From an optimization exercise on the open Yosys and OpenROAD flow, aimed at small area, a short achievable clock period and few clock cycles per item; shortcuts taken in it are not production practice. In this exercise RTL edits were held to simulation tests only and were not proved equivalent to the original.

==> flow/design.v <==
module lc_udiv #(
    parameter WN = 48,
    parameter WD = 36
) (
    input  wire          clk,
    input  wire          rst,
    input  wire          start,
    input  wire [WN-1:0] num,
    input  wire [WD-1:0] den,
    output reg           done,
    output reg  [WN-1:0] quo
);
    reg [WD:0]           rem;
    reg [WD-1:0]         dvs;
    reg [$clog2(WN+1)-1:0] cnt;
    reg                  busy;
    wire [WD:0] shifted = {rem[WD-1:0], quo[WN-1]};
    wire [WD:0] diff    = shifted - {1'b0, dvs};
    wire        ge      = !diff[WD];
    always @(posedge clk) begin
        if (rst) begin
            busy <= 1'b0;
            done <= 1'b0;
            cnt  <= 0;
            rem  <= 0;
            dvs  <= 0;
            quo  <= 0;
        end else begin
            done <= 1'b0;
            if (start) begin
                busy <= 1'b1;
                rem  <= 0;
                dvs  <= den;
                quo  <= num;
                cnt  <= WN[$clog2(WN+1)-1:0];
            end else if (busy) begin
                rem <= ge ? diff : shifted;
                quo <= {quo[WN-2:0], ge};
                cnt <= cnt - 1'b1;
                if (cnt == 1) begin
                    busy <= 1'b0;
                    done <= 1'b1;
                end
            end
        end
    end
endmodule
module lamp_corr (
    input  wire               clk,
    input  wire               rst,
    input  wire               start,
    output wire               ready,
    output reg                done,
    output reg         [16:0] n,
    input  wire        [17:0] c_r,
    input  wire        [17:0] c_g,
    input  wire        [17:0] c_b,
    input  wire         [1:0] e_en,
    input  wire        [15:0] e0,
    input  wire        [15:0] e1,
    input  wire signed [15:0] coef_r,
    input  wire signed [15:0] coef_g,
    input  wire signed [15:0] coef_b,
    input  wire        [15:0] age_gain,
    input  wire signed [11:0] tc,
    input  wire        [11:0] vf_ref,
    input  wire        [11:0] last_vf,
    input  wire signed [15:0] zone_t,
    input  wire        [15:0] i_g,
    input  wire signed [15:0] t_ref,
    input  wire signed [15:0] vslope,
    input  wire        [15:0] rdyn,
    input  wire        [15:0] ical,
    input  wire signed [15:0] drift_r,
    input  wire signed [15:0] drift_g,
    input  wire signed [15:0] drift_b
);
    localparam [3:0] S_IDLE  = 4'd0,
                     S_PRE   = 4'd1,
                     S_EDGE  = 4'd2,
                     S_TDIV  = 4'd3,
                     S_DRIFT = 4'd4,
                     S_MIX   = 4'd5,
                     S_GDIV  = 4'd6,
                     S_NMUL  = 4'd7,
                     S_TWAIT = 4'd8,
                     S_GWAIT = 4'd9;
    reg [3:0] state;
    assign ready = (state == S_IDLE);
    reg        [17:0] r_c [0:2];
    reg         [1:0] r_e_en;
    reg        [15:0] r_e0, r_e1;
    reg signed [15:0] r_coef [0:2];
    reg        [15:0] r_age;
    reg signed [11:0] r_tc;
    reg        [11:0] r_vf_ref, r_last_vf;
    reg signed [15:0] r_zone_t;
    reg        [15:0] r_i_g;
    reg signed [15:0] r_t_ref, r_vslope;
    reg        [15:0] r_rdyn, r_ical;
    reg signed [15:0] r_drift [0:2];
    reg        [16:0] e_gain;        
    reg        [20:0] cq [0:2];      
    reg signed [11:0] dt;            
    reg               t_neg;         
    reg signed [35:0] t_a;           
    reg signed [35:0] t_d;           
    reg        [47:0] t_div_n;       
    reg        [35:0] t_div_d;
    reg signed [17:0] kq [0:2];      
    reg signed [24:0] gden;          
    reg        [17:0] m;             
    reg        [15:0] g;             
    wire signed [13:0] vf_diff = $signed({2'b00, r_last_vf}) - $signed({2'b00, r_vf_ref});
    wire signed [16:0] i_diff  = $signed({1'b0, r_i_g}) - $signed({1'b0, r_ical});
    wire signed [35:0] v_term  = vf_diff * $signed(36'sd1000000);
    wire signed [35:0] i_term  = i_diff * $signed({1'b0, r_rdyn});
    wire signed [35:0] a_val   = v_term - i_term;
    wire signed [35:0] t_den   = r_vslope * $signed(36'sd1000000);
    wire signed [49:0] t_num   = t_a * $signed(50'sd16000);
    wire        [49:0] t_num_mag = t_num[49] ? -t_num : t_num;
    wire        [35:0] t_den_mag = t_d[35] ? -t_d : t_d;
    wire        t_done;
    wire [47:0] t_quo;
    reg         t_start;
    lc_udiv #(.WN(48), .WD(36)) u_tdiv (
        .clk(clk), .rst(rst), .start(t_start),
        .num(t_div_n), .den(t_div_d),
        .done(t_done), .quo(t_quo)
    );
    wire signed [16:0] z_diff = $signed({r_zone_t[15], r_zone_t}) - $signed({r_t_ref[15], r_t_ref});
    wire [31:0] e_prod = r_e0 * r_e1;
    wire [37:0] g_div_n = {1'b0, r_age, 21'd0} + {14'd0, gden[23:0]};
    wire [24:0] g_div_d = {gden[23:0], 1'b0};
    wire        g_done;
    wire [37:0] g_quo;
    reg         g_start;
    lc_udiv #(.WN(38), .WD(25)) u_gdiv (
        .clk(clk), .rst(rst), .start(g_start),
        .num(g_div_n), .den(g_div_d),
        .done(g_done), .quo(g_quo)
    );
    wire signed [27:0] dr_prod [0:2];
    wire signed [40:0] mix_term [0:2];
    genvar q;
    generate
        for (q = 0; q < 3; q = q + 1) begin : g_q
            assign dr_prod[q]  = dt * r_drift[q];
            assign mix_term[q] = kq[q] * $signed({1'b0, cq[q]});
        end
    endgenerate
    wire signed [40:0] acc = mix_term[0] + mix_term[1] + mix_term[2];
    wire        [40:0] acc_rnd = acc + 41'sd8192;
    wire        [26:0] m_full  = acc_rnd[40:14];
    wire [33:0] n_prod = m * g;
    wire [33:0] n_rnd  = n_prod + 34'd8192;
    integer i;
    always @(posedge clk) begin
        if (rst) begin
            state   <= S_IDLE;
            done    <= 1'b0;
            n       <= 17'd0;
            t_start <= 1'b0;
            g_start <= 1'b0;
        end else begin
            done    <= 1'b0;
            t_start <= 1'b0;
            g_start <= 1'b0;
            case (state)
                S_IDLE: begin
                    if (start) begin
                        r_c[0]    <= c_r;
                        r_c[1]    <= c_g;
                        r_c[2]    <= c_b;
                        r_e_en    <= e_en;
                        r_e0      <= e0;
                        r_e1      <= e1;
                        r_coef[0] <= coef_r;
                        r_coef[1] <= coef_g;
                        r_coef[2] <= coef_b;
                        r_age     <= age_gain;
                        r_tc      <= tc;
                        r_vf_ref  <= vf_ref;
                        r_last_vf <= last_vf;
                        r_zone_t  <= zone_t;
                        r_i_g     <= i_g;
                        r_t_ref   <= t_ref;
                        r_vslope  <= vslope;
                        r_rdyn    <= rdyn;
                        r_ical    <= ical;
                        r_drift[0] <= drift_r;
                        r_drift[1] <= drift_g;
                        r_drift[2] <= drift_b;
                        state     <= S_PRE;
                    end
                end
                S_PRE: begin
                    case (r_e_en)
                        2'b00:   e_gain <= 17'd32768;
                        2'b01:   e_gain <= {1'b0, r_e0};
                        2'b10:   e_gain <= {1'b0, r_e1};
                        default: e_gain <= e_prod[31:15] + {16'd0, e_prod[14]};
                    endcase
                    t_a   <= a_val;
                    t_d   <= t_den;
                    state <= S_EDGE;
                end
                S_EDGE: begin
                    for (i = 0; i < 3; i = i + 1)
                        cq[i] <= ({3'd0, r_c[i]} * {4'd0, e_gain} + 38'd16384) >> 15;
                    t_div_n <= {t_num_mag[46:0], 1'b0} + {12'd0, t_den_mag};
                    t_div_d <= {t_den_mag[34:0], 1'b0};
                    t_neg   <= t_num[49] ^ t_d[35];
                    if (r_vf_ref == 12'd0) begin
                        if (z_diff > 17'sd1600)
                            dt <= 12'sd1600;
                        else if (z_diff < -17'sd1600)
                            dt <= -12'sd1600;
                        else
                            dt <= z_diff[11:0];
                        state <= S_DRIFT;
                    end else begin
                        t_start <= 1'b1;
                        state   <= S_TDIV;
                    end
                end
                S_TDIV: begin
                    state <= S_TWAIT;
                end
                S_TWAIT: begin
                    if (t_done) begin
                        if (t_quo > 48'd1600)
                            dt <= t_neg ? -12'sd1600 : 12'sd1600;
                        else
                            dt <= t_neg ? -t_quo[11:0] : t_quo[11:0];
                        state <= S_DRIFT;
                    end
                end
                S_DRIFT: begin
                    for (i = 0; i < 3; i = i + 1) begin
                        if (dr_prod[i][27])
                            kq[i] <= r_coef[i] - ((-dr_prod[i] + 28'sd2048) >>> 12);
                        else
                            kq[i] <= r_coef[i] + ((dr_prod[i] + 28'sd2048) >>> 12);
                    end
                    gden  <= 25'sd1048576 + r_tc * dt;
                    state <= S_MIX;
                end
                S_MIX: begin
                    if (acc[40])
                        m <= 18'd0;
                    else if (m_full > 27'h3FFFF)
                        m <= 18'h3FFFF;
                    else
                        m <= m_full[17:0];
                    if (gden[24] || gden == 25'sd0) begin
                        g     <= 16'hFFFF;
                        state <= S_NMUL;
                    end else begin
                        g_start <= 1'b1;
                        state   <= S_GDIV;
                    end
                end
                S_GDIV: begin
                    state <= S_GWAIT;
                end
                S_GWAIT: begin
                    if (g_done) begin
                        g     <= (g_quo > 38'hFFFF) ? 16'hFFFF : g_quo[15:0];
                        state <= S_NMUL;
                    end
                end
                S_NMUL: begin
                    n     <= (n_rnd[33:14] > 20'd65536) ? 17'd65536 : n_rnd[30:14];
                    done  <= 1'b1;
                    state <= S_IDLE;
                end
                default: state <= S_IDLE;
            endcase
        end
    end
endmodule
==> flow/run.sh <==
#!/bin/bash
# synth_recipe.tcl (not shown) runs the flow's synth.tcl, then flattens the netlist and writes it again
# the make line also repeats each setting of config.mk as NAME=value (left out here)
make -C /OpenROAD-flow-scripts/flow DESIGN_CONFIG=/design/flow/config.mk WORK_HOME=/design/flow/orfs CLKGATE_MAP_FILE= SYNTH_SCRIPT=/design/flow/synth_recipe.tcl finish
==> flow/config.mk <==
export PLATFORM = sky130hd
export DESIGN_NAME = lamp_corr
export DESIGN_NICKNAME = lamp_corr
export VERILOG_FILES = /design/flow/design.v
export SDC_FILE = /design/flow/constraint.sdc
export NUM_CORES = 4
export LEC_CHECK = 0
export CAP_MARGIN = 20
export CORE_MARGIN = 2
export CORE_UTILIZATION = 40
export SLEW_MARGIN = 20
==> flow/constraint.sdc <==
create_clock -name core_clock -period 12.0 [get_ports {clk}]
set_input_delay 2.4000 -clock core_clock [delete_from_list [all_inputs] [get_ports {clk}]]
set_output_delay 2.4000 -clock core_clock [all_outputs]
set_load 0.01 [all_outputs]
==> summary.txt <==
- Syn_area_per_cell: 9.31 sq um
- Worst endpoint data arrival time: 11.82 ns
- Path type of the worst min-delay path: register to register
- Number of flops mapped to enable cells by yosys: 669
- CTS max path bufs: 4
- Global-route wire length before repair: 766000 um
- Post CTS Setup Buffer Count: 0
- Reg2reg end: m[4]$_SDFFCE_PP0P_
- Hold Path End: n[3]$_SDFFE_PP0P_
- Status: timing/DRC/antenna clean
- Via count: 130k
- Die width: 679 um
- Pin count of the biggest net entering global routing: 135
- Worst r2r path cells: 38
- Final HPWL DP: 380000 um
- # nets final: 25.0k
- Sequential element share of the synthesized area: 0.137
- Slowest stage delay, CP: 0.82 ns
- Max Cap Viol: 0
- Port Buffers: 353
- Die H: 679 um
- Ys Warns: 8
- RSZ-0062 raised after global routing: no
- Hold_sp: n[3]$_SDFFE_PP0P_
- Routed WL: 475000 um
- Synth Flop Type: edfxtp_1
- Post-synthesis cell area: 182000 sq um
- Ys async rst share: 0
- H-Tree Level Count: 3
- Hold buffers post-CTS: 0
- Skew-Pair Late Insertion Delay: 0.90 ns
- Worst setup margin: 0.712 ns
- Layout cells sized above 1: 0.0290
- Crit-path max FO: 21
- Register area: 24900 sq um
- CP delay by family, top: adder cells
- Initial antenna violation count: 19
- Drc violations: 0
- CP Launch Type: register
- CTS Root Cell: clkbuf_16
- Final hold vios: 0
- Hold path depth: 2
- Mapped Nets: 25.2k
- Critical-path top delay cell: edfxtp_1
- CTS tree: yes
- Initial core utilization: 0.402
- WS Path Type: register to register
- Required @ worst endpoint: 12.53 ns
- Full die area: 461000 sq um
- Synth unique cells: 107
- Vias in the first global route: 137k
- CP Launch Point: kq[2][0]$_DFFE_PP_
- Post_cts resized: 0
- Pre-CTS setup slack: 0.712 ns
- Iteration-0 DRC count of the detailed router: 7113
- Slew HR: 0.244
- Antenna Nets Post-Route: 0
- CORE AREA: 453000 sq um
- Crit path time final: 11.29 ns
- P&R area growth vs syn: 7.56%
- Pin slew with the least headroom to its limit: 1.13 ns
- Slew Limit Fails: 0
- Worst Clk Skew: 0.0796 ns
- Placer congestion estimate: 0.909
- Setup violators final: 0
- Drt first pass iters: 6
- Per-cell routed wire length: 18.6 um
- Fillers: 43.9k
- Post-Route Setup TNS: 0 ns
- Cts bufs inserted: 120
- #FFs+latches synth: 909
- GR Util All Layers: 0.209
- Clock-pin slew on the worst setup and hold paths: 0.06 ns
- Boundary pin count: 354
- Placed cells: 25.3k
- # rows: 247
- Crit path buf inv count: 4
- Drt via density: 5.08
- Multi-input logic area: 139000 sq um
- CP Capture Type: register
- Fmax: 0.0886 GHz
- CTS Sinks: 909
- Layout Cells excl Fill: 25.6k
- Worst r2r src: kq[2][0]$_DFFE_PP_
- Cells after Synth: 19.6k
- Most frequent CP cell: fa_1
- Fin crit share: 0.941
- GRT overflow: 0
- Reg2reg setup slack: 0.71 ns
==> cells by family after synthesis <==
| family | share of synthesized area |
|---|---|
| AND/OR/NAND/NOR | 0.152 |
| adder cells (fa/ha/maj) | 0.497 |
| buffers and inverters | 0.101 |
| AO/OA/AOI/OAI | 0.0679 |
| flip-flops | 0.137 |
| XOR/XNOR | 0.0341 |
| multiplexers | 0.0115 |
==> layout make-up <==
class                   instances  share of cell area
multi-input cells           13700               0.709
diodes                         13            0.000166
inverters                    4125              0.0789
clock buffers                 144              0.0166
well taps                    5976              0.0381
repair buffers                571              0.0266
flip-flops and latches        909               0.127
clock inverters                74             0.00323
==> Yosys cell counts (all sizes together) (23+ instances only) <==
| master | count | area (sq um) |
|---|---|---|
| inv | 4124 | 15500 |
| o211ai | 60 | 450 |
| nand3 | 137 | 686 |
| nand4 | 53 | 338 |
| o31ai | 52 | 395 |
| nor3 | 199 | 1010 |
| or3 | 73 | 462 |
| a31oi | 51 | 319 |
| o21ai | 342 | 1720 |
| clkbuf | 753 | 2830 |
| nand3b | 23 | 173 |
| a21o | 159 | 1190 |
| o21a | 118 | 886 |
| and3 | 70 | 438 |
| ha | 1904 | 23800 |
| nor2b | 142 | 888 |
| a21boi | 49 | 368 |
| nor4 | 84 | 544 |
| nand2 | 2440 | 9160 |
| and2 | 1415 | 8850 |
| edfxtp | 669 | 20100 |
| nor2 | 725 | 2720 |
| a31o | 27 | 236 |
| or2 | 40 | 250 |
| dfxtp | 240 | 4800 |
| nand2b | 187 | 1170 |
| a21oi | 574 | 2880 |
| mux2i | 192 | 1920 |
| a211o | 25 | 219 |
| xor2 | 233 | 2040 |
| fa | 3335 | 66800 |
| buf | 43 | 183 |
| a211oi | 105 | 798 |
| xnor2 | 476 | 4170 |
| o21bai | 70 | 526 |
==> registers in the layout (all words and copies together) (netlist names), 17 cells and up <==
register,flops
kq,51
n,17
cq,63
u_gdiv.quo,38
u_tdiv.dvs,29
t_div_d,27
t_a,35
u_tdiv.quo,48
gden,25
r_c,54
u_gdiv.dvs,24
t_d,30
u_gdiv.rem,25
m,18
t_div_n,42
r_drift,48
r_coef,48
u_tdiv.rem,36
e_gain,17
==> worst register-to-register path, delay by kind of cell, from the launching register on <==
family | cells | cell delay, ns
adders and majority gates | 9 | 4.12
AOI/OAI and AO/OA | 16 | 3.72
and+or+nand+nor | 8 | 2.01
DFF | 1 | 0.82
buffers and inverters | 4 | 0.21
xor gates and xnor gates | 1 | 0.12
==> worst max-delay path by stage <==
stage                           to  slack (ns)  depth (start not counted)
2_1_floorplan   r_age[0]$_DFFE_PP_        0.85                          3
3_3_place_gp    m[0]$_SDFFCE_PP0P_        0.68                         39
3_5_place_dp   m[13]$_SDFFCE_PP0P_        0.71                         38
4_1_cts         m[6]$_SDFFCE_PP0P_        0.62                         38
5_1_grt         m[3]$_SDFFCE_PP0P_       0.005                         39
6_report        m[4]$_SDFFCE_PP0P_        0.71                         38
==> layout by cell type, fill, tap and decap left out, drive strengths merged, types with 73 or more instances in the layout <==
| master | instances |
|---|---|
| inv | 4137 |
| fa | 3335 |
| nand2 | 2440 |
| ha | 1904 |
| and2 | 1415 |
| nor2 | 725 |
| edfxtp | 669 |
| a21oi | 574 |
| xnor2 | 476 |
| clkdlybuf4s50 | 352 |
| o21ai | 342 |
| dfxtp | 240 |
| xor2 | 233 |
| buf | 219 |
| nor3 | 199 |
| mux2i | 192 |
| nand2b | 187 |
| a21o | 159 |
| clkbuf | 144 |
| nor2b | 142 |
| nand3 | 137 |
| o21a | 118 |
| a211oi | 105 |
| nor4 | 84 |
| or3 | 73 |
==> routing by layer <==
metal	vias to the layer above	global-route usage	routed length [um]
li1	60400	-	-
met1	66000	0.278	205000
met2	2821	0.358	230000
met3	547	0.0213	22100
met4	6	0.0654	17100
met5	-	0	46
==> through the flow <==
| step | area [sq um] | hold WS (ns) | utilization |
|---|---|---|---|
| 3_3_place_gp | 192000 | 0.438 | 0.424 |
| 5_1_grt | 196000 | 0.482 | 0.433 |
| 4_1_cts | 196000 | 0.462 | 0.432 |
| 6_report | 196000 | 0.459 | 0.433 |
| 2_1_floorplan | 182000 | 0.452 | - |
| 3_5_place_dp | 192000 | 0.448 | 0.424 |
Testbench counts, summed over its fixed seeds: cycles 294,158, items 3,200.

## afterwards: timing with drivers on the ports
How much do the figures lean on ideal ports? The routed layout below was timed once more, with nothing changed but the port constraints.
Step 1, drivers: a clkbuf_16 drives clk and a buf_2 each remaining input, both assumed.
Step 2 moves the port delays by t, midway between the first and last clock arrival at a register: inputs arrive t later, outputs are due t later. That takes back most of the time a late clock gives input paths.
Three values: ideal, step 1, step 2; two values: the first two.
shift t [ns]: 0.979
slack for setup (ns): 0.712 / 0.712 / 0.712
worst setup path at the end: register to register
slew at the worst register clock pin (ns): 0.08 / 0.08
After both steps this run still meets setup and hold. For this run, drivers alone change the setup slack by 0.000 ns; drivers and shift together by 0.000 ns.
